This design comes from an exercise in tuning for small area and few clock cycles per item on the open sky130 flow, not from production work.
No run shown here included a check of the RTL's function; only the layout flow was run.
No activity file was given, so power comes from the tool's default toggle rates.

## design/flow/flow/run.sh

```bash
#!/bin/bash
# Own flow: the standard layout (standard.sh), with the clock tree built
# without dummy loads, from one small clock buffer type and larger sink clusters.
set -euo pipefail
export CTS_ARGS="-sink_clustering_enable -repair_clock_nets -dont_use_dummy_load -buf_list {sky130_fd_sc_hd__clkbuf_8} -sink_clustering_size 20 -sink_clustering_max_diameter 50"
bash standard.sh > flow_make.log 2>&1
```

## design/flow/standard.sh

```bash
#!/bin/bash
# synth_recipe.tcl (not shown) runs the flow's synth.tcl, then flattens the netlist and writes it again
# the make line also repeats each setting of config.mk as NAME=value (left out here)
make -C /OpenROAD-flow-scripts/flow DESIGN_CONFIG=/design/flow/config.mk WORK_HOME=/design/flow/orfs CLKGATE_MAP_FILE= SYNTH_SCRIPT=/design/flow/synth_recipe.tcl "${@:-finish}"
```

## design/flow/config.mk

```make
export PLATFORM = sky130hd
export DESIGN_NAME = rs_pair_enc
export DESIGN_NICKNAME = rs_pair_enc
export VERILOG_FILES = /design/flow/design.v
export SDC_FILE = /design/flow/constraint.sdc
export NUM_CORES = 4
export LEC_CHECK = 0
export CAP_MARGIN = 20
export CORE_MARGIN = 2
export CORE_UTILIZATION = 60
export SLEW_MARGIN = 20
export SYNTH_HIERARCHICAL = 1
export SYNTH_MINIMUM_KEEP_SIZE = 0
```

## design/flow/constraint.sdc

```tcl
create_clock -name core_clock -period 5.0 [get_ports {clk}]
set_input_delay 1.0000 -clock core_clock [delete_from_list [all_inputs] [get_ports {clk}]]
set_output_delay 1.0000 -clock core_clock [all_outputs]
set_load 0.01 [all_outputs]
```

## design/flow/design.v

```verilog
module rs_pair_enc (
    input  wire       clk,
    input  wire       rst,
    input  wire       in_valid,
    output wire       in_ready,
    input  wire [9:0] in_sym,
    output wire       out_valid,
    input  wire       out_ready,
    output wire [9:0] out_sym,
    output wire       out_last
);
    localparam NMSG = 1040;               
    localparam NSYM = 1088;               
    localparam SEG  = 24;                 
    reg  [10:0]  cnt;                     
    reg  [4:0]   rot;                     
    reg          clr;                     
    reg  [479:0] r;                       
    wire in_msg  = !(cnt[10] && (cnt[5] || cnt[4]));      
    wire last    = cnt[10] && (&cnt[5:0]);                
    wire rot_end = rot[0] && rot[1] && rot[2] && rot[4];                  
    wire idle    = clr || (rot != 0);
    assign in_ready  = !idle && in_msg && out_ready;
    assign out_valid = !idle && (in_msg ? in_valid : 1'b1);
    wire   xfer      = !rst && out_valid && out_ready;
    wire   rot_m     = !rst && !clr && !xfer;       
    wire   step_msg  = xfer && in_msg;              
    wire [9:0] top = r[479:470];
    wire [9:0] top_std = top;
    assign out_sym  = in_msg ? in_sym : top_std;
    assign out_last = last;
    wire [9:0] fb = (in_sym ^ top_std) & {10{step_msg}};
    wire pm_t0;
    rs_xor2 x_pm_t0 (.a(fb[2]), .b(fb[9]), .y(pm_t0));
    wire pm_t1;
    rs_xor2 x_pm_t1 (.a(fb[4]), .b(fb[9]), .y(pm_t1));
    wire pm_t2;
    rs_xor2 x_pm_t2 (.a(fb[5]), .b(fb[9]), .y(pm_t2));
    wire pm_t3;
    rs_xor2 x_pm_t3 (.a(fb[0]), .b(fb[5]), .y(pm_t3));
    wire pm_t4;
    rs_xor2 x_pm_t4 (.a(fb[6]), .b(fb[9]), .y(pm_t4));
    wire pm_t5;
    rs_xor2 x_pm_t5 (.a(fb[0]), .b(fb[6]), .y(pm_t5));
    wire pm_t6;
    rs_xor2 x_pm_t6 (.a(fb[1]), .b(fb[6]), .y(pm_t6));
    wire pm_t7;
    rs_xor2 x_pm_t7 (.a(fb[0]), .b(fb[7]), .y(pm_t7));
    wire pm_t8;
    rs_xor2 x_pm_t8 (.a(fb[1]), .b(fb[7]), .y(pm_t8));
    wire pm_t9;
    rs_xor2 x_pm_t9 (.a(fb[2]), .b(fb[7]), .y(pm_t9));
    wire pm_t10;
    rs_xor2 x_pm_t10 (.a(fb[3]), .b(fb[7]), .y(pm_t10));
    wire pm_t11;
    rs_xor2 x_pm_t11 (.a(fb[1]), .b(fb[8]), .y(pm_t11));
    wire pm_t12;
    rs_xor2 x_pm_t12 (.a(fb[3]), .b(fb[8]), .y(pm_t12));
    wire pm_t13;
    rs_xor2 x_pm_t13 (.a(fb[4]), .b(fb[8]), .y(pm_t13));
    wire pm_t14;
    rs_xor2 x_pm_t14 (.a(fb[5]), .b(fb[8]), .y(pm_t14));
    wire pm_t15;
    rs_xor2 x_pm_t15 (.a(fb[3]), .b(pm_t2), .y(pm_t15));
    wire pm_t16;
    rs_xor2 x_pm_t16 (.a(fb[4]), .b(pm_t2), .y(pm_t16));
    wire pm_t17;
    rs_xor2 x_pm_t17 (.a(fb[2]), .b(pm_t4), .y(pm_t17));
    wire pm_t18;
    rs_xor2 x_pm_t18 (.a(pm_t6), .b(pm_t0), .y(pm_t18));
    wire pm_t19;
    rs_xor2 x_pm_t19 (.a(fb[3]), .b(pm_t4), .y(pm_t19));
    wire pm_t20;
    rs_xor2 x_pm_t20 (.a(fb[4]), .b(pm_t4), .y(pm_t20));
    wire pm_t21;
    rs_xor2 x_pm_t21 (.a(fb[4]), .b(pm_t5), .y(pm_t21));
    wire pm_t22;
    rs_xor2 x_pm_t22 (.a(pm_t5), .b(pm_t1), .y(pm_t22));
    wire pm_t23;
    rs_xor2 x_pm_t23 (.a(fb[5]), .b(pm_t5), .y(pm_t23));
    wire pm_t24;
    rs_xor2 x_pm_t24 (.a(pm_t7), .b(fb[9]), .y(pm_t24));
    wire pm_t25;
    rs_xor2 x_pm_t25 (.a(fb[7]), .b(pm_t0), .y(pm_t25));
    wire pm_t26;
    rs_xor2 x_pm_t26 (.a(pm_t10), .b(pm_t0), .y(pm_t26));
    wire pm_t27;
    rs_xor2 x_pm_t27 (.a(fb[2]), .b(pm_t10), .y(pm_t27));
    wire pm_t28;
    rs_xor2 x_pm_t28 (.a(fb[4]), .b(pm_t7), .y(pm_t28));
    wire pm_t29;
    rs_xor2 x_pm_t29 (.a(fb[4]), .b(pm_t8), .y(pm_t29));
    wire pm_t30;
    rs_xor2 x_pm_t30 (.a(pm_t7), .b(pm_t1), .y(pm_t30));
    wire pm_t31;
    rs_xor2 x_pm_t31 (.a(fb[5]), .b(pm_t7), .y(pm_t31));
    wire pm_t32;
    rs_xor2 x_pm_t32 (.a(fb[5]), .b(pm_t8), .y(pm_t32));
    wire pm_t33;
    rs_xor2 x_pm_t33 (.a(pm_t3), .b(pm_t8), .y(pm_t33));
    wire pm_t34;
    rs_xor2 x_pm_t34 (.a(pm_t8), .b(pm_t4), .y(pm_t34));
    wire pm_t35;
    rs_xor2 x_pm_t35 (.a(fb[6]), .b(pm_t8), .y(pm_t35));
    wire pm_t36;
    rs_xor2 x_pm_t36 (.a(fb[0]), .b(pm_t11), .y(pm_t36));
    wire pm_t37;
    rs_xor2 x_pm_t37 (.a(fb[0]), .b(pm_t12), .y(pm_t37));
    wire pm_t38;
    rs_xor2 x_pm_t38 (.a(pm_t13), .b(pm_t0), .y(pm_t38));
    wire pm_t39;
    rs_xor2 x_pm_t39 (.a(fb[3]), .b(pm_t13), .y(pm_t39));
    wire pm_t40;
    rs_xor2 x_pm_t40 (.a(fb[1]), .b(pm_t14), .y(pm_t40));
    wire pm_t41;
    rs_xor2 x_pm_t41 (.a(pm_t3), .b(pm_t11), .y(pm_t41));
    wire pm_t42;
    rs_xor2 x_pm_t42 (.a(fb[2]), .b(pm_t14), .y(pm_t42));
    wire pm_t43;
    rs_xor2 x_pm_t43 (.a(pm_t14), .b(pm_t0), .y(pm_t43));
    wire pm_t44;
    rs_xor2 x_pm_t44 (.a(fb[8]), .b(pm_t4), .y(pm_t44));
    wire pm_t45;
    rs_xor2 x_pm_t45 (.a(fb[6]), .b(pm_t11), .y(pm_t45));
    wire pm_t46;
    rs_xor2 x_pm_t46 (.a(pm_t12), .b(pm_t4), .y(pm_t46));
    wire pm_t47;
    rs_xor2 x_pm_t47 (.a(pm_t5), .b(pm_t14), .y(pm_t47));
    wire pm_t48;
    rs_xor2 x_pm_t48 (.a(pm_t9), .b(fb[8]), .y(pm_t48));
    wire pm_t49;
    rs_xor2 x_pm_t49 (.a(pm_t8), .b(pm_t12), .y(pm_t49));
    wire pm_t50;
    rs_xor2 x_pm_t50 (.a(fb[7]), .b(pm_t14), .y(pm_t50));
    wire pm_t51;
    rs_xor2 x_pm_t51 (.a(pm_t7), .b(pm_t14), .y(pm_t51));
    wire pm_t52;
    rs_xor2 x_pm_t52 (.a(pm_t6), .b(pm_t22), .y(pm_t52));
    wire pm_t53;
    rs_xor2 x_pm_t53 (.a(pm_t12), .b(pm_t38), .y(pm_t53));
    wire pm_t54;
    rs_xor2 x_pm_t54 (.a(pm_t29), .b(pm_t26), .y(pm_t54));
    wire pm_t55;
    rs_xor2 x_pm_t55 (.a(fb[1]), .b(pm_t15), .y(pm_t55));
    wire pm_t56;
    rs_xor2 x_pm_t56 (.a(pm_t32), .b(pm_t26), .y(pm_t56));
    wire pm_t57;
    rs_xor2 x_pm_t57 (.a(fb[2]), .b(pm_t16), .y(pm_t57));
    wire pm_t58;
    rs_xor2 x_pm_t58 (.a(fb[3]), .b(pm_t16), .y(pm_t58));
    wire pm_t59;
    rs_xor2 x_pm_t59 (.a(pm_t1), .b(pm_t15), .y(pm_t59));
    wire pm_t60;
    rs_xor2 x_pm_t60 (.a(pm_t39), .b(pm_t40), .y(pm_t60));
    wire pm_t61;
    rs_xor2 x_pm_t61 (.a(pm_t39), .b(pm_t42), .y(pm_t61));
    wire pm_t62;
    rs_xor2 x_pm_t62 (.a(fb[0]), .b(pm_t19), .y(pm_t62));
    wire pm_t63;
    rs_xor2 x_pm_t63 (.a(fb[2]), .b(pm_t21), .y(pm_t63));
    wire pm_t64;
    rs_xor2 x_pm_t64 (.a(pm_t38), .b(pm_t46), .y(pm_t64));
    wire pm_t65;
    rs_xor2 x_pm_t65 (.a(pm_t2), .b(pm_t19), .y(pm_t65));
    wire pm_t66;
    rs_xor2 x_pm_t66 (.a(pm_t3), .b(pm_t19), .y(pm_t66));
    wire pm_t67;
    rs_xor2 x_pm_t67 (.a(pm_t6), .b(pm_t15), .y(pm_t67));
    wire pm_t68;
    rs_xor2 x_pm_t68 (.a(pm_t15), .b(pm_t18), .y(pm_t68));
    wire pm_t69;
    rs_xor2 x_pm_t69 (.a(pm_t2), .b(pm_t20), .y(pm_t69));
    wire pm_t70;
    rs_xor2 x_pm_t70 (.a(fb[5]), .b(pm_t22), .y(pm_t70));
    wire pm_t71;
    rs_xor2 x_pm_t71 (.a(fb[4]), .b(pm_t23), .y(pm_t71));
    wire pm_t72;
    rs_xor2 x_pm_t72 (.a(pm_t16), .b(pm_t17), .y(pm_t72));
    wire pm_t73;
    rs_xor2 x_pm_t73 (.a(pm_t15), .b(pm_t22), .y(pm_t73));
    wire pm_t74;
    rs_xor2 x_pm_t74 (.a(pm_t21), .b(pm_t15), .y(pm_t74));
    wire pm_t75;
    rs_xor2 x_pm_t75 (.a(fb[3]), .b(pm_t24), .y(pm_t75));
    wire pm_t76;
    rs_xor2 x_pm_t76 (.a(fb[0]), .b(pm_t26), .y(pm_t76));
    wire pm_t77;
    rs_xor2 x_pm_t77 (.a(fb[0]), .b(pm_t29), .y(pm_t77));
    wire pm_t78;
    rs_xor2 x_pm_t78 (.a(fb[3]), .b(pm_t29), .y(pm_t78));
    wire pm_t79;
    rs_xor2 x_pm_t79 (.a(pm_t49), .b(pm_t38), .y(pm_t79));
    wire pm_t80;
    rs_xor2 x_pm_t80 (.a(fb[3]), .b(pm_t33), .y(pm_t80));
    wire pm_t81;
    rs_xor2 x_pm_t81 (.a(fb[5]), .b(pm_t26), .y(pm_t81));
    wire pm_t82;
    rs_xor2 x_pm_t82 (.a(pm_t3), .b(pm_t26), .y(pm_t82));
    wire pm_t83;
    rs_xor2 x_pm_t83 (.a(fb[7]), .b(pm_t16), .y(pm_t83));
    wire pm_t84;
    rs_xor2 x_pm_t84 (.a(pm_t33), .b(pm_t1), .y(pm_t84));
    wire pm_t85;
    rs_xor2 x_pm_t85 (.a(pm_t9), .b(pm_t16), .y(pm_t85));
    wire pm_t86;
    rs_xor2 x_pm_t86 (.a(pm_t15), .b(pm_t30), .y(pm_t86));
    wire pm_t87;
    rs_xor2 x_pm_t87 (.a(fb[0]), .b(pm_t34), .y(pm_t87));
    wire pm_t88;
    rs_xor2 x_pm_t88 (.a(pm_t5), .b(pm_t25), .y(pm_t88));
    wire pm_t89;
    rs_xor2 x_pm_t89 (.a(fb[7]), .b(pm_t20), .y(pm_t89));
    wire pm_t90;
    rs_xor2 x_pm_t90 (.a(pm_t5), .b(pm_t28), .y(pm_t90));
    wire pm_t91;
    rs_xor2 x_pm_t91 (.a(pm_t5), .b(pm_t29), .y(pm_t91));
    wire pm_t92;
    rs_xor2 x_pm_t92 (.a(pm_t20), .b(pm_t25), .y(pm_t92));
    wire pm_t93;
    rs_xor2 x_pm_t93 (.a(pm_t17), .b(pm_t30), .y(pm_t93));
    wire pm_t94;
    rs_xor2 x_pm_t94 (.a(pm_t29), .b(pm_t17), .y(pm_t94));
    wire pm_t95;
    rs_xor2 x_pm_t95 (.a(pm_t21), .b(pm_t27), .y(pm_t95));
    wire pm_t96;
    rs_xor2 x_pm_t96 (.a(pm_t5), .b(pm_t31), .y(pm_t96));
    wire pm_t97;
    rs_xor2 x_pm_t97 (.a(fb[5]), .b(pm_t35), .y(pm_t97));
    wire pm_t98;
    rs_xor2 x_pm_t98 (.a(fb[6]), .b(pm_t33), .y(pm_t98));
    wire pm_t99;
    rs_xor2 x_pm_t99 (.a(pm_t32), .b(pm_t18), .y(pm_t99));
    wire pm_t100;
    rs_xor2 x_pm_t100 (.a(pm_t23), .b(pm_t10), .y(pm_t100));
    wire pm_t101;
    rs_xor2 x_pm_t101 (.a(pm_t16), .b(pm_t34), .y(pm_t101));
    wire pm_t102;
    rs_xor2 x_pm_t102 (.a(pm_t21), .b(pm_t32), .y(pm_t102));
    wire pm_t103;
    rs_xor2 x_pm_t103 (.a(pm_t5), .b(pm_t46), .y(pm_t103));
    wire pm_t104;
    rs_xor2 x_pm_t104 (.a(pm_t41), .b(pm_t15), .y(pm_t104));
    wire pm_t105;
    rs_xor2 x_pm_t105 (.a(pm_t49), .b(pm_t25), .y(pm_t105));
    wire pm_t106;
    rs_xor2 x_pm_t106 (.a(fb[4]), .b(pm_t36), .y(pm_t106));
    wire pm_t107;
    rs_xor2 x_pm_t107 (.a(fb[1]), .b(pm_t39), .y(pm_t107));
    wire pm_t108;
    rs_xor2 x_pm_t108 (.a(fb[3]), .b(pm_t38), .y(pm_t108));
    wire pm_t109;
    rs_xor2 x_pm_t109 (.a(fb[1]), .b(pm_t42), .y(pm_t109));
    wire pm_t110;
    rs_xor2 x_pm_t110 (.a(fb[4]), .b(pm_t42), .y(pm_t110));
    wire pm_t111;
    rs_xor2 x_pm_t111 (.a(pm_t3), .b(pm_t38), .y(pm_t111));
    wire pm_t112;
    rs_xor2 x_pm_t112 (.a(pm_t12), .b(pm_t16), .y(pm_t112));
    wire pm_t113;
    rs_xor2 x_pm_t113 (.a(pm_t15), .b(pm_t38), .y(pm_t113));
    wire pm_t114;
    rs_xor2 x_pm_t114 (.a(pm_t0), .b(pm_t44), .y(pm_t114));
    wire pm_t115;
    rs_xor2 x_pm_t115 (.a(fb[8]), .b(pm_t18), .y(pm_t115));
    wire pm_t116;
    rs_xor2 x_pm_t116 (.a(fb[2]), .b(pm_t45), .y(pm_t116));
    wire pm_t117;
    rs_xor2 x_pm_t117 (.a(fb[1]), .b(pm_t46), .y(pm_t117));
    wire pm_t118;
    rs_xor2 x_pm_t118 (.a(pm_t37), .b(pm_t18), .y(pm_t118));
    wire pm_t119;
    rs_xor2 x_pm_t119 (.a(pm_t6), .b(pm_t38), .y(pm_t119));
    wire pm_t120;
    rs_xor2 x_pm_t120 (.a(fb[6]), .b(pm_t39), .y(pm_t120));
    wire pm_t121;
    rs_xor2 x_pm_t121 (.a(pm_t12), .b(pm_t22), .y(pm_t121));
    wire pm_t122;
    rs_xor2 x_pm_t122 (.a(pm_t6), .b(pm_t39), .y(pm_t122));
    wire pm_t123;
    rs_xor2 x_pm_t123 (.a(pm_t3), .b(pm_t44), .y(pm_t123));
    wire pm_t124;
    rs_xor2 x_pm_t124 (.a(pm_t40), .b(pm_t4), .y(pm_t124));
    wire pm_t125;
    rs_xor2 x_pm_t125 (.a(pm_t2), .b(pm_t46), .y(pm_t125));
    wire pm_t126;
    rs_xor2 x_pm_t126 (.a(pm_t21), .b(pm_t41), .y(pm_t126));
    wire pm_t127;
    rs_xor2 x_pm_t127 (.a(pm_t40), .b(pm_t22), .y(pm_t127));
    wire pm_t128;
    rs_xor2 x_pm_t128 (.a(pm_t45), .b(pm_t34), .y(pm_t128));
    wire pm_t129;
    rs_xor2 x_pm_t129 (.a(fb[0]), .b(pm_t48), .y(pm_t129));
    wire pm_t130;
    rs_xor2 x_pm_t130 (.a(pm_t9), .b(pm_t36), .y(pm_t130));
    wire pm_t131;
    rs_xor2 x_pm_t131 (.a(pm_t33), .b(pm_t43), .y(pm_t131));
    wire pm_t132;
    rs_xor2 x_pm_t132 (.a(pm_t12), .b(pm_t24), .y(pm_t132));
    wire pm_t133;
    rs_xor2 x_pm_t133 (.a(pm_t37), .b(pm_t25), .y(pm_t133));
    wire pm_t134;
    rs_xor2 x_pm_t134 (.a(pm_t11), .b(pm_t26), .y(pm_t134));
    wire pm_t135;
    rs_xor2 x_pm_t135 (.a(pm_t9), .b(pm_t38), .y(pm_t135));
    wire pm_t136;
    rs_xor2 x_pm_t136 (.a(pm_t49), .b(pm_t1), .y(pm_t136));
    wire pm_t137;
    rs_xor2 x_pm_t137 (.a(pm_t10), .b(pm_t38), .y(pm_t137));
    wire pm_t138;
    rs_xor2 x_pm_t138 (.a(fb[1]), .b(pm_t51), .y(pm_t138));
    wire pm_t139;
    rs_xor2 x_pm_t139 (.a(fb[7]), .b(pm_t43), .y(pm_t139));
    wire pm_t140;
    rs_xor2 x_pm_t140 (.a(pm_t7), .b(pm_t43), .y(pm_t140));
    wire pm_t141;
    rs_xor2 x_pm_t141 (.a(pm_t3), .b(pm_t49), .y(pm_t141));
    wire pm_t142;
    rs_xor2 x_pm_t142 (.a(pm_t10), .b(pm_t42), .y(pm_t142));
    wire pm_t143;
    rs_xor2 x_pm_t143 (.a(pm_t50), .b(pm_t1), .y(pm_t143));
    wire pm_t144;
    rs_xor2 x_pm_t144 (.a(pm_t33), .b(pm_t39), .y(pm_t144));
    wire pm_t145;
    rs_xor2 x_pm_t145 (.a(pm_t8), .b(pm_t45), .y(pm_t145));
    wire pm_t146;
    rs_xor2 x_pm_t146 (.a(pm_t45), .b(pm_t24), .y(pm_t146));
    wire pm_t147;
    rs_xor2 x_pm_t147 (.a(fb[6]), .b(pm_t48), .y(pm_t147));
    wire pm_t148;
    rs_xor2 x_pm_t148 (.a(pm_t5), .b(pm_t48), .y(pm_t148));
    wire pm_t149;
    rs_xor2 x_pm_t149 (.a(pm_t6), .b(pm_t48), .y(pm_t149));
    wire pm_t150;
    rs_xor2 x_pm_t150 (.a(pm_t6), .b(pm_t49), .y(pm_t150));
    wire pm_t151;
    rs_xor2 x_pm_t151 (.a(pm_t45), .b(pm_t26), .y(pm_t151));
    wire pm_t152;
    rs_xor2 x_pm_t152 (.a(pm_t13), .b(pm_t34), .y(pm_t152));
    wire pm_t153;
    rs_xor2 x_pm_t153 (.a(pm_t35), .b(pm_t13), .y(pm_t153));
    wire pm_t154;
    rs_xor2 x_pm_t154 (.a(pm_t31), .b(pm_t44), .y(pm_t154));
    wire pm_t155;
    rs_xor2 x_pm_t155 (.a(pm_t33), .b(pm_t44), .y(pm_t155));
    wire pm_t156;
    rs_xor2 x_pm_t156 (.a(pm_t34), .b(pm_t43), .y(pm_t156));
    wire pm_t157;
    rs_xor2 x_pm_t157 (.a(pm_t51), .b(pm_t18), .y(pm_t157));
    wire pm_t158;
    rs_xor2 x_pm_t158 (.a(pm_t10), .b(pm_t47), .y(pm_t158));
    wire pm_t159;
    rs_xor2 x_pm_t159 (.a(pm_t50), .b(pm_t22), .y(pm_t159));
    wire pm_t160;
    rs_xor2 x_pm_t160 (.a(fb[0]), .b(pm_t57), .y(pm_t160));
    wire pm_t161;
    rs_xor2 x_pm_t161 (.a(pm_t3), .b(pm_t53), .y(pm_t161));
    wire pm_t162;
    rs_xor2 x_pm_t162 (.a(fb[2]), .b(pm_t62), .y(pm_t162));
    wire pm_t163;
    rs_xor2 x_pm_t163 (.a(fb[1]), .b(pm_t65), .y(pm_t163));
    wire pm_t164;
    rs_xor2 x_pm_t164 (.a(pm_t31), .b(pm_t94), .y(pm_t164));
    wire pm_t165;
    rs_xor2 x_pm_t165 (.a(pm_t1), .b(pm_t67), .y(pm_t165));
    wire pm_t166;
    rs_xor2 x_pm_t166 (.a(fb[4]), .b(pm_t67), .y(pm_t166));
    wire pm_t167;
    rs_xor2 x_pm_t167 (.a(fb[1]), .b(pm_t76), .y(pm_t167));
    wire pm_t168;
    rs_xor2 x_pm_t168 (.a(pm_t6), .b(pm_t76), .y(pm_t168));
    wire pm_t169;
    rs_xor2 x_pm_t169 (.a(fb[3]), .b(pm_t99), .y(pm_t169));
    wire pm_t170;
    rs_xor2 x_pm_t170 (.a(pm_t12), .b(pm_t156), .y(pm_t170));
    wire pm_t171;
    rs_xor2 x_pm_t171 (.a(pm_t6), .b(pm_t81), .y(pm_t171));
    wire pm_t172;
    rs_xor2 x_pm_t172 (.a(fb[5]), .b(pm_t92), .y(pm_t172));
    wire pm_t173;
    rs_xor2 x_pm_t173 (.a(fb[5]), .b(pm_t93), .y(pm_t173));
    wire pm_t174;
    rs_xor2 x_pm_t174 (.a(pm_t61), .b(pm_t34), .y(pm_t174));
    wire pm_t175;
    rs_xor2 x_pm_t175 (.a(fb[0]), .b(pm_t105), .y(pm_t175));
    wire pm_t176;
    rs_xor2 x_pm_t176 (.a(pm_t5), .b(pm_t119), .y(pm_t176));
    wire pm_t177;
    rs_xor2 x_pm_t177 (.a(fb[7]), .b(pm_t136), .y(pm_t177));
    wire pm_t178;
    rs_xor2 x_pm_t178 (.a(fb[2]), .b(pm_t107), .y(pm_t178));
    wire pm_t179;
    rs_xor2 x_pm_t179 (.a(pm_t31), .b(pm_t136), .y(pm_t179));
    wire pm_t180;
    rs_xor2 x_pm_t180 (.a(fb[3]), .b(pm_t111), .y(pm_t180));
    wire pm_t181;
    rs_xor2 x_pm_t181 (.a(fb[0]), .b(pm_t116), .y(pm_t181));
    wire pm_t182;
    rs_xor2 x_pm_t182 (.a(fb[4]), .b(pm_t116), .y(pm_t182));
    wire pm_t183;
    rs_xor2 x_pm_t183 (.a(pm_t3), .b(pm_t116), .y(pm_t183));
    wire pm_t184;
    rs_xor2 x_pm_t184 (.a(fb[5]), .b(pm_t119), .y(pm_t184));
    wire pm_t185;
    rs_xor2 x_pm_t185 (.a(fb[2]), .b(pm_t127), .y(pm_t185));
    wire pm_t186;
    rs_xor2 x_pm_t186 (.a(pm_t47), .b(pm_t54), .y(pm_t186));
    wire pm_t187;
    rs_xor2 x_pm_t187 (.a(fb[1]), .b(pm_t132), .y(pm_t187));
    wire pm_t188;
    rs_xor2 x_pm_t188 (.a(pm_t0), .b(pm_t136), .y(pm_t188));
    wire pm_t189;
    rs_xor2 x_pm_t189 (.a(pm_t7), .b(pm_t112), .y(pm_t189));
    wire pm_t190;
    rs_xor2 x_pm_t190 (.a(pm_t3), .b(pm_t136), .y(pm_t190));
    wire pm_t191;
    rs_xor2 x_pm_t191 (.a(fb[2]), .b(pm_t146), .y(pm_t191));
    wire pm_t192;
    rs_xor2 x_pm_t192 (.a(fb[6]), .b(pm_t133), .y(pm_t192));
    wire pm_t193;
    rs_xor2 x_pm_t193 (.a(fb[4]), .b(pm_t150), .y(pm_t193));
    wire pm_t194;
    rs_xor2 x_pm_t194 (.a(pm_t4), .b(pm_t137), .y(pm_t194));
    wire pm_t195;
    rs_xor2 x_pm_t195 (.a(pm_t20), .b(pm_t133), .y(pm_t195));
    wire pm_t196;
    rs_xor2 x_pm_t196 (.a(fb[1]), .b(pm_t156), .y(pm_t196));
    wire pm_t197;
    rs_xor2 x_pm_t197 (.a(fb[1]), .b(pm_t159), .y(pm_t197));
    wire pm_t198;
    rs_xor2 x_pm_t198 (.a(fb[3]), .b(pm_t159), .y(pm_t198));
    wire pm_t199;
    rs_xor2 x_pm_t199 (.a(pm_t56), .b(pm_t152), .y(pm_t199));
    wire [239:0] p = {fb[6], fb[5], fb[4], fb[3], pm_t0, pm_t11, pm_t7, fb[9], fb[8], fb[7], pm_t69, pm_t59, pm_t53, pm_t105, pm_t131, pm_t146, pm_t154, pm_t128, pm_t145, pm_t96, pm_t65, pm_t57, pm_t107, pm_t76, pm_t116, pm_t33, pm_t22, pm_t44, pm_t50, pm_t90, pm_t65, pm_t57, pm_t107, pm_t76, pm_t116, pm_t33, pm_t22, pm_t44, pm_t50, pm_t90, pm_t30, pm_t46, pm_t139, pm_t153, pm_t100, pm_t72, pm_t60, pm_t27, pm_t18, pm_t41, pm_t143, pm_t193, pm_t169, pm_t184, pm_t144, pm_t95, pm_t68, pm_t130, pm_t87, pm_t123, pm_t32, pm_t21, pm_t15, pm_t38, pm_t49, pm_t88, pm_t124, pm_t106, pm_t75, pm_t114, pm_t71, pm_t58, pm_t108, pm_t134, pm_t191, pm_t155, pm_t159, pm_t132, pm_t147, pm_t97, pm_t188, pm_t168, pm_t183, pm_t84, pm_t121, pm_t142, pm_t94, pm_t173, pm_t166, pm_t180, pm_t126, pm_t86, pm_t64, pm_t56, pm_t176, pm_t187, pm_t148, pm_t135, pm_t150, pm_t99, pm_t192, pm_t156, pm_t102, pm_t74, pm_t113, pm_t79, pm_t118, pm_t67, pm_t111, pm_t136, pm_t61, pm_t54, pm_t175, pm_t130, pm_t87, pm_t123, pm_t143, pm_t196, pm_t101, pm_t73, pm_t13, pm_t10, pm_t17, pm_t40, pm_t28, pm_t19, pm_t43, pm_t8, pm_t5, pm_t2, pm_t177, pm_t133, pm_t149, pm_t98, pm_t70, pm_t112, pm_t137, pm_t92, pm_t163, pm_t160, pm_t158, pm_t172, pm_t165, pm_t161, pm_t178, pm_t167, pm_t181, pm_t117, pm_t140, pm_t152, fb[4], fb[3], pm_t0, pm_t11, pm_t7, pm_t4, pm_t14, fb[7], fb[6], fb[5], pm_t50, pm_t90, pm_t65, pm_t57, pm_t107, pm_t76, pm_t116, pm_t36, pm_t24, pm_t44, pm_t171, pm_t185, pm_t190, pm_t195, pm_t170, pm_t164, pm_t179, pm_t127, pm_t189, pm_t194, pm_t78, pm_t162, pm_t109, pm_t77, pm_t62, pm_t42, pm_t29, pm_t91, pm_t66, pm_t110, pm_t3, pm_t1, pm_t12, pm_t25, pm_t45, pm_t31, pm_t20, pm_t37, pm_t9, pm_t6, pm_t151, pm_t157, pm_t197, pm_t198, pm_t199, pm_t174, pm_t186, pm_t70, pm_t112, pm_t137, pm_t85, pm_t122, pm_t82, pm_t182, pm_t80, pm_t63, pm_t55, pm_t51, pm_t89, pm_t125, pm_t35, pm_t23, pm_t16, pm_t39, pm_t26, pm_t115, pm_t138, pm_t52, pm_t103, pm_t48, pm_t47, pm_t83, pm_t120, pm_t81, pm_t119, pm_t141, pm_t93, pm_t104, pm_t129, pm_t34};
    wire [479:0] d;
    genvar k;
    generate
        for (k = 0; k < 48; k = k + 1) begin : stage
            if (k == 0) begin : first
                assign d[9:0] = (r[10*SEG-1 -: 10] & {10{rot_m}}) | p[9:0];
            end else if (k % SEG == 0) begin : bottom
                wire [9:0] sel = (r[10*k-1 -: 10] & {10{xfer}}) | (r[10*(k+SEG)-1 -: 10] & {10{rot_m}});
                rs_xor2 #(10) x (.a(sel), .b(p[5*k +: 10]), .y(d[10*k +: 10]));
            end else if (k % 2 == 0) begin : tap
                rs_xor2 #(10) x (.a(r[10*k-1 -: 10]), .b(p[5*k +: 10]), .y(d[10*k +: 10]));
            end else begin : plain
                assign d[10*k +: 10] = r[10*k-1 -: 10];
            end
        end
    endgenerate
    always @(posedge clk) begin
        r <= d;
        if (rst) begin
            cnt <= 11'd0;
            clr <= 1'b1;
            rot <= 1;
        end else begin
            if (idle)
                rot <= rot_end ? 0 : rot + 1;
            else if (!xfer)
                rot <= 1;
            if (rot_end)
                clr <= 1'b0;
            if (xfer)
                cnt <= last ? 11'd0 : cnt + 11'd1;
        end
    end
endmodule
module rs_xor2 #(parameter W = 1) (
    input  wire [W-1:0] a,
    input  wire [W-1:0] b,
    output wire [W-1:0] y
);
    assign y = a ^ b;
endmodule
```

==> run summary, run 1 <==
* Run status: complete, no violations
* Cell count after synthesis at roughly 1.1k
* Worst Skew at around 84 ps
* Fillers at 1763
* Placer congestion estimate at 0.8860
* # diodes at 0
* Clock Latency Late Sink at 570 ps
* TNS Setup at 0 ps
* Max H-tree Level at 2
* Cts bufs inserted at 36
* F_max at 243.7 MHz
* Hold-fix buffers, CTS at 0
* Tightest Hold Check Type: flop to flop
* CP most frequent cell: xor2_1
* CP Data Arrival Time at 4590 ps
* Yosys cell types at 35
* Num rows at 57
* Share of cells above drive strength 1 at between 10% and 20%
* Die ar. at 0.02579 mm²
* Worst Setup Path Type: flop to flop
* Io pins at 27
* Via density at 4.788
* Detail Route Antenna Nets at 0
* Most frequent cells in the layout: 497 x dfxtp_1, 432 x xor2_1, 67 x buf_4, 36 x clkbuf_8, 26 x clkdlybuf4s50_1
* Max_slew headroom at between 30% and 40%
* Commonest non-fill, non-tap cell in the layout: dfxtp_1
* I/O Buffers at 26
* DIE WIDTH at approximately 160 µm
* Starting Density at 60.85%
* Final Cycle Share at between 80% and 90%
* Clock sinks at 497
* Die Ht at ~160 µm
* Post-layout util at 67.74%
* Post-CTS Setup Bufs at 0
* Reg area at 0.009950 mm²
* # DRC at 0
* Final Hold Viols at 0
* Critical Path Start Type: flop
* P&R area growth vs syn at 11.32%
* Mapped Avg Cell Area at 13.67 µm²
* Worst path slowest cell: or3_1
* Drt pass-1 iters at 5
* Slowest Stage Delay on Critical Path at about 660 ps
* Crit end category: flop
* Total Wirelength at approximately 31000 µm
* Worst-Margin Slew at about 1000 ps
* Leakage at 9.190 nW
* Crit-path cells: inv_1, ha_1, or4b_1, or3_1, nor2_1, xor2_1, xor2_1, buf_4, xor2_1, buf_4, xor2_1, xor2_1
* Post-Syn Area at between 0.01 and 0.015 mm²
* Cts repair resizes at 0
* Clk slew on worst S/H paths at 110 ps
* Initial antenna violation count at 1
* Via count at around 7.3k
* RSZ-0062 raised after global routing: false
* Initial DRC count at 418
* Syn nets at 1094
* #FFs+latches synth at 497
* Worst VDD drop at 289.9 µV
* First-pass GRT wire length at 46160 µm
* Final net count at 1216
* Number of global-route vias before repair at 7256
* Max clock buf depth at 3
* Tmin final at roughly 4100 ps
* Largest net degree at the start of global routing at 21
* Synth warnings at 7
* Area of the multi-input gates at 0.004738 mm²
* Aggregate global routing overflow at 0
* CTS tree: done
* Wire per inst at 20.54 µm
* Worst-path maximum fanout at 10
* CTS root buffer: clkbuf_8
* Hpwl dp at 22340 µm
* Setup violators final at 0
* Gr usage total at 24.86%
* PD cells at 353.3 mW/mm²
* Worst EP required at 5490 ps
* Max-cap violations at 0
* Max Slew Vio Count at 0
* Seq/Total Area, Yosys at 67.62%
* Core area at 0.02418 mm²
==> worst paths after layout <==
| check | start | to | slack (ps) | depth (start not counted) |
|---|---|---|---|---|
| hold / removal | r[107] | r[117] | 290 | 0 |
| setup reg to reg | rot[0] | r[201] | 900 | 12 |
| hold reg to reg | r[107] | r[117] | 290 | 0 |
| setup / recovery | rot[0] | r[201] | 900 | 12 |
==> kinds of logic (layout without fill, tap and decap cells) <==
family,count (synthesis),after routing,synth area share (%)
xor+xnor,444,444,26.43
mux,10,10,0.7654
simple gates,55,55,1.930
fa+ha+maj,4,4,0.3402
compound gates,50,50,2.492
buf+inv,16,136,0.4167
flops,497,497,67.62
==> critical path, delay by kind of cell, from the launching register on <==
| kind | cells | cell delay (ps) |
|---|---|---|
| and+or+nand+nor | 3 | 1770 |
| adders and majority gates | 1 | 130 |
| xor gates and xnor gates | 5 | 1380 |
| DFF | 1 | 340 |
| buffers and inverters | 3 | 470 |
==> flip-flops by register name, summed over array words and instances, names as in the netlist <==
| signal | count |
|---|---|
| r | 480 |
| cnt | 11 |
| rot | 5 |
| clr | 1 |
==> cells in the mapped netlist (all sizes together) <==
master,n,share of area [%]
dfxtp,497,68
nand2,11,0.28
or3b,1,0.060
a21oi,9,0.31
o31ai,2,0.10
a211oi,2,0.10
nand4b,1,0.060
o311ai,2,0.12
xnor2,11,0.65
mux2,10,0.77
a21o,11,0.56
nor2b,1,0.043
nand4,2,0.085
o211ai,3,0.15
o22ai,1,0.043
or3,3,0.13
nand3,7,0.24
or4,5,0.26
a211o,2,0.12
and2,2,0.085
o41ai,1,0.11
inv,7,0.18
nor2,18,0.46
a22o,10,0.60
a2111o,1,0.077
and4,1,0.060
or4b,2,0.14
clkbuf,8,0.20
o21ai,6,0.20
buf,1,0.034
xor2,433,26
ha,4,0.34
and3,1,0.043
==> power breakdown <==
group	total, mW	leakage (nW)	switching, mW	internal [mW]
Combinational	0.0529	4.93	0.0239	0.0290
Sequential	3.97	4.00	0.00502	3.96
Clock	1.77	0.259	1.12	0.650
Total	5.79	9.19	1.15	4.64
==> final cells by class <==
cell class	count	share of cell area, %
multi-input combinational	563	28.93
timing repair buffer	93	4.660
tap	324	2.475
sequential	497	60.75
inverter	7	0.1604
clock buffer	36	3.025
==> through the flow <==
step | area [µm²] | power (mW) | setup WS, ps | std cells | hold slack (ps)
6_report | 16380 | 5.786 | 895.8 | 1520 | 288.6
2_1_floorplan | 14710 | 4.081 | 31.64 | 1076 | 309.6
3_5_place_dp | 15880 | 4.109 | 525.4 | 1484 | 312.1
5_1_grt | 16380 | 5.990 | 676.1 | 1520 | 277.5
3_3_place_gp | 15880 | 4.110 | 542.7 | 1484 | 309.8
4_1_cts | 16380 | 5.837 | 931.9 | 1520 | 291.5
==> layer usage <==
| metal | GRT usage (%) | vias up | part of all wire, % | wire, µm |
|---|---|---|---|---|
| li1 | - | 3592 | - | - |
| met1 | 35.87 | 3471 | 49 | 15170 |
| met2 | 39.24 | 151 | 45 | 13900 |
| met3 | 3.977 | 62 | 4.0 | 1262 |
| met4 | 6.798 | 2 | 2.8 | 871 |
| met5 | 0 | - | 0.042 | 13 |
==> Yosys stat by module, one instance, submodules excluded, a selection <==
module       flops+latches  cell area, µm²  cells  copies in the design
rs_pair_enc            497           10950    646                     1
rs_xor2                  0           8.758      1                   200
==> inputs of run 2 (changes only) <==
==> design/flow/flow/run.sh (replaced) <==
#!/bin/bash
# Own flow: the standard layout (standard.sh), with
# - the ports buffered with the smallest buffer,
# - the clock tree built without dummy loads, from clkbuf_8 leaf clusters.
set -euo pipefail
export BUFFER_PORTS_ARGS="-buffer_cell sky130_fd_sc_hd__buf_1"
export CTS_ARGS="-sink_clustering_enable -repair_clock_nets -dont_use_dummy_load -buf_list {sky130_fd_sc_hd__clkbuf_8} -sink_clustering_size 20 -sink_clustering_max_diameter 50"
bash standard.sh > flow_make.log 2>&1
--- a/design/flow/config.mk
+++ b/design/flow/config.mk
@@ -7,7 +7,7 @@
 export LEC_CHECK = 0
 export CAP_MARGIN = 20
 export CORE_MARGIN = 2
-export CORE_UTILIZATION = 60
+export CORE_UTILIZATION = 70
 export SLEW_MARGIN = 20
 export SYNTH_HIERARCHICAL = 1
 export SYNTH_MINIMUM_KEEP_SIZE = 0
==> run summary, run 2 <==
* Run status: complete, no violations
* Largest Register: r
* Most frequent cells after synthesis: 497 x dfxtp_1, 433 x xor2_1, 18 x nor2_1
* Mapped Avg Cell Area at 13.67 µm² (unchanged)
* Commonest non-fill, non-tap cell in the layout: dfxtp_1
* Die Ht at 149.0 µm (-7.2%)
* Hpwl dp at 22040 µm (-1.3%)
* Register-to-register setup slack at 590 ps (-300 ps)
* Asr flop ratio synth at 0% (unchanged)
* Number of global-route vias before repair at 7316 (+0.83%)
* Post-Syn Area at 0.01471 mm² (unchanged)
* Max Slew Vio Count at 0 (unchanged)
* Setup violators final at 0 (unchanged)
* Cell count after synthesis at 1076 (unchanged)
* Max-cap violations at 0 (unchanged)
* Worst-path maximum fanout at 10 (unchanged)
* TNS Setup at 0 ps (unchanged)
* Total Wirelength at 31140 µm (-0.27%)
* Worst Setup Path Type: flop to flop
* CTS root buffer: clkbuf_8
* Final Hold Viols at 0 (unchanged)
* R2R Path End: r[66]
* Worst-Margin Slew at 963.3 ps (-72.37 ps)
* Max_slew headroom at 35.56% (+4.6 points)
* I/O Buffers at 26 (unchanged)
* Yosys cell types at 35 (unchanged)
* Max reg flops at 480 (unchanged)
* Worst path slowest cell: xor2_1
* Hold-fix buffers, CTS at 0 (unchanged)
* Seq/Total Area, Yosys at 67.62% (unchanged)
* Io pins at 27 (unchanged)
* DIE WIDTH at 149.0 µm (-7.2%)
* Aggregate global routing overflow at 0 (unchanged)
* #FFs+latches synth at 497 (unchanged)
* Syn nets at 1094 (unchanged)
* Yosys top cell area share at 67.62% (unchanged)
* Biggest regs: r: 480 flops, cnt: 11 flops, rot: 5 flops
* Final Cycle Share at 88.15% (+6.1 points)
* XOR/XNOR Fraction of Synth Area at 26.43% (unchanged)
* Clock Latency Late Sink at 560 ps (about the same)
* Core area at 0.02082 mm² (-14%)
* Pre-CTS setup slack at 536.0 ps (+10.65 ps)
* Clock sinks at 497 (unchanged)
* Post-synthesis simple-gate area fraction at 1.930% (unchanged)
* Top cells by area, synth: dfxtp_1 68%, xor2_1 26%, mux2_2 0.77%
* Most frequent cells in the layout: 497 x dfxtp_1, 432 x xor2_1, 65 x buf_4, 35 x clkbuf_8, 26 x buf_1
* Hold path cells at 0 (unchanged)
* Leakage at 9.103 nW (-0.95%)
* Max H-tree Level at 2 (unchanged)
* Gr usage total at 28.66% (+3.8 points)
* Via density at 5.095 (+6.4%)
* Gate power share at 0.7% (-0.2 points)
* Wire per inst at 21.20 µm (+3.2%)
* Worst VDD drop at 333.3 µV (+15%)
* Main synth FF type: dfxtp_1
* Worst setup startpoint: rot[0]
* Synth Area in Compound Gates at 2.492% (unchanged)
* Area leader, netlist: dfxtp_1
* Worst hold start: r[65]
* Most common cell in the netlist: dfxtp_1
* Hold EP: r[75]
* Initial antenna violation count at 1 (unchanged)
* Slowest Stage Delay on Critical Path at 790 ps (+130 ps)
* RSZ-0062 raised after global routing: false
* Worst EP required at 5460 ps (-30 ps)
* CP Buf/Inv Count at 1 (-2)
* PD cells at 356.5 mW/mm² (+0.93%)
* Cts bufs inserted at 35 (-2.8%)
* First-pass GRT wire length at 45210 µm (-2.1%)
* Tightest Hold Check Type: flop to flop
* Via count at 7485 (+2.8%)
* CP Data Arrival Time at 4870 ps (+280 ps)
* Tmin final at 4408 ps (+303.4 ps)
* Final worst slack at 592.5 ps (-303.4 ps)
* Num rows at 53 (-7.0%)
* Min Hold Slack at 293.5 ps (+4.841 ps)
* Cts repair resizes at 0 (unchanged)
* Detail Route Antenna Nets at 0 (unchanged)
* Crit-path cells: inv_1, ha_1, or4b_1, or3_1, nor2_2, xor2_1, xor2_1, xor2_1, xor2_1, xor2_1
* CTS tree: done
* Fraction of synthesized area in multiplexers at 0.7654% (unchanged)
* Worst Skew at 55.18 ps (-28.97 ps)
* Drt pass-1 iters at 4 (-1)
* Sequential share of power at 69.0% (+0.5 points)
* Max clock buf depth at 3 (unchanged)
* Sw frac at 19.82% (about the same)
* Final net count at 1213 (-0.25%)
* CP most frequent cell: xor2_1
* Placer congestion estimate at 0.8784 (-0.86%)
* # DRC at 0 (unchanged)
* Power Internal at 4.610 mW (-0.63%)
* Post-CTS Setup Bufs at 0 (unchanged)
* Crit end category: flop
* Adder-cell share of the synthesized area at 0.3402% (unchanged)
* Share of cells above drive strength 1 at 10.14% (-0.23 points)
* Main combinational cell family by area after synthesis: XOR/XNOR gates
* FF-to-FF Start: rot[0]
* Critical Path Start Type: flop
* Starting Density at 70.66% (+9.8 points)
* CP delay by family, top: XOR/XNOR gates
* Number of synthesized flops with an enable pin at 0 (unchanged)
* Worst r2r path cells at 10 (-2)
* Post-layout util at 77.45% (+9.7 points)
* Sw power at 1.140 mW (-0.55%)
* Clock share of power at 30.3% (-0.2 points)
* Die ar. at 0.02219 mm² (-14%)
* Clk slew on worst S/H paths at 110 ps (about the same)
* Largest net degree at the start of global routing at 21 (unchanged)
* Synth warnings at 7 (unchanged)
* Initial DRC count at 435 (+4.1%)
* F_max at 226.9 MHz (-6.9%)
* P&R area growth vs syn at 9.618%
-- run 2: changes by cell type in the layout (fill, tap and decap cells not counted) --
cell             before  now
clkdlybuf4s50_1      26    0
clkbuf_8             36   35
buf_1                 0   26
diode_2               0    1
buf_4                67   65
-- run 2: how the worst max path moves through the flow --
stage / end / slack, ps / depth (start not counted)
2_1_floorplan: r[66] / 30 / 11
3_3_place_gp: r[66] / 490 / 10
3_5_place_dp: r[66] / 540 / 10
4_1_cts: r[66] / 700 / 10
5_1_grt: r[66] / 440 / 10
6_report: r[66] / 590 / 10
-- run 2: cell type report --
| cell class | instances | area (µm²) |
|---|---|---|
| fill | 1362 | 4695 |
| clock buffer | 35 | 481.7 |
| sequential | 497 | 9950 |
| timing repair buffer | 91 | 585.6 |
| inverter | 7 | 26.28 |
| antenna | 1 | 2.502 |
| tap | 275 | 344.1 |
| multi-input combinational | 563 | 4738 |
-- run 2: kinds of logic (layout without fill, tap and decap cells) --
group | Yosys count | count (layout)
and+or+nand+nor | 55 | 55
buffers and inverters | 16 | 133
AOI/OAI and AO/OA | 50 | 50
muxes | 10 | 10
other | 0 | 1
adders and majority gates | 4 | 4
DFF | 497 | 497
xor gates and xnor gates | 444 | 444
-- run 2: per-stage QoR --
stage               instances  power [mW]  cell area, µm²
floorplan                1076       4.081           14710
global placement         1433       4.097           15640
detailed placement       1433       4.097           15640
CTS                      1468       5.791           16130
global route             1468       5.936           16130
finish                   1469       5.750           16130
-- run 2: metal layers --
| layer | vias to the layer above | routed length [µm] | track usage [%] |
|---|---|---|---|
| met5 | - | 0 | 0 |
| met4 | 0 | 1109 | 9.952 |
| met3 | 63 | 1377 | 4.740 |
| met2 | 186 | 14240 | 45.92 |
| met1 | 3645 | 14420 | 39.86 |
| li1 | 3591 | - | - |
-- run 2: modules after synthesis (local to each module, per instance), excerpt --
| module | area [µm²] | times used | cells | flops+latches |
|---|---|---|---|---|
| rs_pair_enc | 10950 | 1 | 646 | 497 |
| rs_xor2 | 8.758 | 200 | 1 | 0 |
-- run 2: power groups by stage --
| stage | registers [mW] | logic [mW] | clock network [mW] |
|---|---|---|---|
| floorplan | 4.06 | 0.0258 | 0 |
| global placement | 4.06 | 0.0399 | 0 |
| detailed placement | 4.06 | 0.0404 | 0 |
| CTS | 3.97 | 0.0408 | 1.78 |
| global route | 3.97 | 0.0450 | 1.92 |
| finish | 3.97 | 0.0407 | 1.74 |
==> inputs of run 3 (changes only) <==
--- a/design/flow/config.mk
+++ b/design/flow/config.mk
@@ -5,9 +5,10 @@
 export SDC_FILE = /design/flow/constraint.sdc
 export NUM_CORES = 4
 export LEC_CHECK = 0
-export CAP_MARGIN = 20
+export CAP_MARGIN = 0
 export CORE_MARGIN = 2
 export CORE_UTILIZATION = 70
-export SLEW_MARGIN = 20
+export GPL_TIMING_DRIVEN = 0
+export SLEW_MARGIN = 0
 export SYNTH_HIERARCHICAL = 1
 export SYNTH_MINIMUM_KEEP_SIZE = 0
==> run summary, run 3 <==
* Hpwl dp at 21020 µm (-4.6%)
* Clock sinks at 497 (unchanged)
* Total Wirelength at 30210 µm (-3.0%)
* Area leader, netlist: dfxtp_1
* Biggest regs: r: 480 flops, cnt: 11 flops, rot: 5 flops
* Min Hold Slack at 307.5 ps (+14.03 ps)
* Leakage at 8.926 nW (-1.9%)
* Worst-Margin Slew at 1226 ps (+263.0 ps)
* Starting Density at 70.66% (unchanged)
* Critical Path Start Type: flop
* GR peak layer: met2
* Cts bufs inserted at 37 (+5.7%)
* Main combinational cell family by area after synthesis: XOR/XNOR gates
* Met2 GRT Util at 45.99% (+0.069 points)
* Seq/Total Area, Yosys at 67.62% (unchanged)
* Max clock buf depth at 3 (unchanged)
* Final net count at 1180 (-2.7%)
* Clock Latency Late Sink at 560 ps (about the same)
* DP Area at 0.01546 mm² (-1.2%)
* Tmin final at 4814 ps (+406.0 ps)
* #FFs+latches synth at 497 (unchanged)
* CTS root buffer: clkbuf_8
* P&R area growth vs syn at 11.09%
* Aggregate global routing overflow at 0 (unchanged)
* Post-synthesis simple-gate area fraction at 1.930% (unchanged)
* Worst EP required at 5430 ps (-30 ps)
* Max-cap violations at 0 (unchanged)
* Max H-tree Level at 2 (unchanged)
* Gr usage total at 27.95% (-0.71 points)
* Most frequent cells after synthesis: 497 x dfxtp_1, 433 x xor2_1, 18 x nor2_1
* Wire per inst at 21.05 µm (-0.69%)
* Synth warnings at 7 (unchanged)
* Max Slew Vio Count at 0 (unchanged)
* # DRC at 0 (unchanged)
* Num rows at 53 (unchanged)
* Share of cells above drive strength 1 at 9.914% (-0.23 points)
* Initial antenna violation count at 1 (unchanged)
* Main synth FF type: dfxtp_1
* Crit end category: flop
* Global routing usage on met3 at 4.067% (-0.67 points)
* Final Cycle Share at 96.27% (+8.1 points)
* Core area at 0.02082 mm² (unchanged)
* M1 GR Usage at 38.63% (-1.2 points)
* Via count at 7357 (-1.7%)
* Top cells by area, synth: dfxtp_1 68%, xor2_1 26%, mux2_2 0.77%
* First-pass GRT wire length at 44370 µm (-1.8%)
* Via density at 5.127 (+0.62%)
* F_max at 207.7 MHz (-8.4%)
* Number of synthesized flops with an enable pin at 0 (unchanged)
* Worst-path maximum fanout at 10 (unchanged)
* Mapped Avg Cell Area at 13.67 µm² (unchanged)
* Die Ht at 149.0 µm (unchanged)
* Detail Route Antenna Nets at 0 (unchanged)
* Worst Skew at 42.87 ps (-12.31 ps)
* DIE WIDTH at 149.0 µm (unchanged)
* Asr flop ratio synth at 0% (unchanged)
* Largest net degree at the start of global routing at 21 (unchanged)
* Max reg flops at 480 (unchanged)
* Cell count after synthesis at 1076 (unchanged)
* # diodes at 0 (-1)
* Drt pass-1 iters at 4 (unchanged)
* XOR/XNOR Fraction of Synth Area at 26.43% (unchanged)
* Worst VDD drop at 349.2 µV (+4.8%)
* Placer congestion estimate at 0.8106 (-7.7%)
* Setup violators final at 0 (unchanged)
* PD cells at 354.8 mW/mm² (-0.49%)
* Largest Register: r
* I/O Buffers at 26 (unchanged)
* Tightest Hold Check Type: flop to flop
* Clk slew on worst S/H paths at 100 ps (about the same)
* Number of global-route vias before repair at 7375 (+0.81%)
* Final Hold Viols at 0 (unchanged)
* Yosys cell types at 35 (unchanged)
* CP Data Arrival Time at 5240 ps (+370 ps)
* RSZ-0062 raised after global routing: false
* Design Area, Final at 0.01634 mm² (+1.3%)
* Run status: complete, no violations
* Commonest non-fill, non-tap cell in the layout: dfxtp_1
* Post-Syn Area at 0.01471 mm² (unchanged)
* Worst Setup Path Type: flop to flop
* Placed Cells at 1390 (-3.0%)
* Syn nets at 1094 (unchanged)
* Max_slew headroom at 17.97% (-18 points)
* Fraction of synthesized area in multiplexers at 0.7654% (unchanged)
* Io pins at 27 (unchanged)
* Non-filler cells, final at 1435 (-2.3%)
* CTS tree: done
* Adder-cell share of the synthesized area at 0.3402% (unchanged)
* Yosys top cell area share at 67.62% (unchanged)
* Most frequent cells in the layout: 497 x dfxtp_1, 402 x xor2_1, 37 x clkbuf_8, 26 x buf_1, 22 x xor2_2
* Synth Area in Compound Gates at 2.492% (unchanged)
* Initial DRC count at 366 (-16%)
* Die ar. at 0.02219 mm² (unchanged)
* Most common cell in the netlist: dfxtp_1
-- run 3: stage by stage --
step                setup WS (ps)  total power, mW  util, %  TNS [ps]
finish                      186.5            5.798    78.49         0
CTS                         38.98            5.829    78.27         0
detailed placement          -1636            4.095    74.24   -110970
global placement            -3111            4.093    72.78   -343060
global route                29.44            5.981    78.49         0
floorplan                   31.64            4.081        -         0
-- run 3: worst max-delay path, cell delays in order (launching register included) --
cell and delay (ps):
dfxtp_1 350, inv_1 70, ha_1 130, or4b_1 410
buf_2 190, or3_2 770, nor2_4 460, buf_8 210
xor2_2 560, xor2_2 630, xor2_1 370, xor2_1 210
xor2_1 340
-- run 3: report_power, final --
group          switching [mW]  total [mW]  internal (mW)
clock                    1.13        1.79          0.668
combinational          0.0228      0.0402         0.0173
sequential            0.00511        3.96           3.96
total                    1.15        5.80           4.65
-- run 3: repair_timing --
| action | 4_1_cts | 5_1_grt |
|---|---|---|
| cloned | 0 | 0 |
| pin swaps | 3 | 0 |
| setup endpoints to repair | 121 | 12 |
| resized for setup | 37 | 3 |
| setup buffers | 7 | 2 |
| hold buffers | 0 | 0 |
-- run 3: layer usage --
metal	wire length, µm	part of all wire [%]	vias to the layer above
li1	-	-	3513
met5	0	0	-
met4	787	2.6	0
met1	13830	46	3632
met2	14170	47	162
met3	1426	4.7	50
-- run 3: final cells by class --
type | count | area (µm²)
fillers | 1301 | 4478
multi-input cells | 563 | 5102
repair buffers | 48 | 381.6
clock buffers | 37 | 509.2
well taps | 275 | 344.1
plain buffers | 8 | 31.28
flip-flops and latches | 497 | 9950
inverters | 7 | 26.28
-- run 3: Yosys stat by module (local to each module, per instance), excerpt --
module / flip-flops and latches / cells inside / cell area, µm²
rs_pair_enc: 497 / 646 / 10950
rs_xor2: 0 / 1 / 8.758
-- run 3: path summary, 6_finish.rpt --
| path | startpoint | end | slack (ps) | cells past startpoint |
|---|---|---|---|---|
| worst min-delay path | r[84] | r[94] | 310 | 0 |
| worst max register to register | rot[0] | r[64] | 190 | 12 |
| worst min register to register | r[84] | r[94] | 310 | 0 |
| worst max-delay path | rot[0] | r[64] | 190 | 12 |
-- run 3: cell families after synthesis --
logic type | Yosys count
AOI/OAI and AO/OA | 50
adders and majority gates | 4
and+or+nand+nor | 55
DFF | 497
muxes | 10
buffers and inverters | 16
xor gates and xnor gates | 444

separate check: timing with driven ports:
The results above use ideal ports. As a check the final layouts listed here were re-extracted and re-timed, cells and wires unchanged.
Step 1 (the two cells are an assumption about what drives the block):
set clk [get_ports {clk}]
set_driving_cell -lib_cell sky130_fd_sc_hd__clkbuf_16 $clk
set_driving_cell -lib_cell sky130_fd_sc_hd__buf_2 [delete_from_list [all_inputs] $clk]
Step 2 times the ports against the registers' clock, not the clock port: input delays grow and output delays shrink by t, the midpoint of the rising clock arrivals with the driver on.
a / b / c = ideal / step 1 / step 2; a / b = the first two.
run	shift t [ns]	setup slack, ns	clock arrival spread, ns	worst slew at a driven data input, ns
run 1	0.569	0.896 / 0.896 / 0.479	0.084 / 0.084	0.04
run 2	0.579	0.592 / 0.592 / 0.382	0.055 / 0.056	0.03
run 3	0.579	0.186 / 0.186 / -0.235	0.043 / 0.043	0.04
With both steps, setup timing fails in run 3, where it was met with ideal ports. For run 3, which loses most, drivers alone change the setup slack by 0.000 ns; drivers and shift together by -0.421 ns.
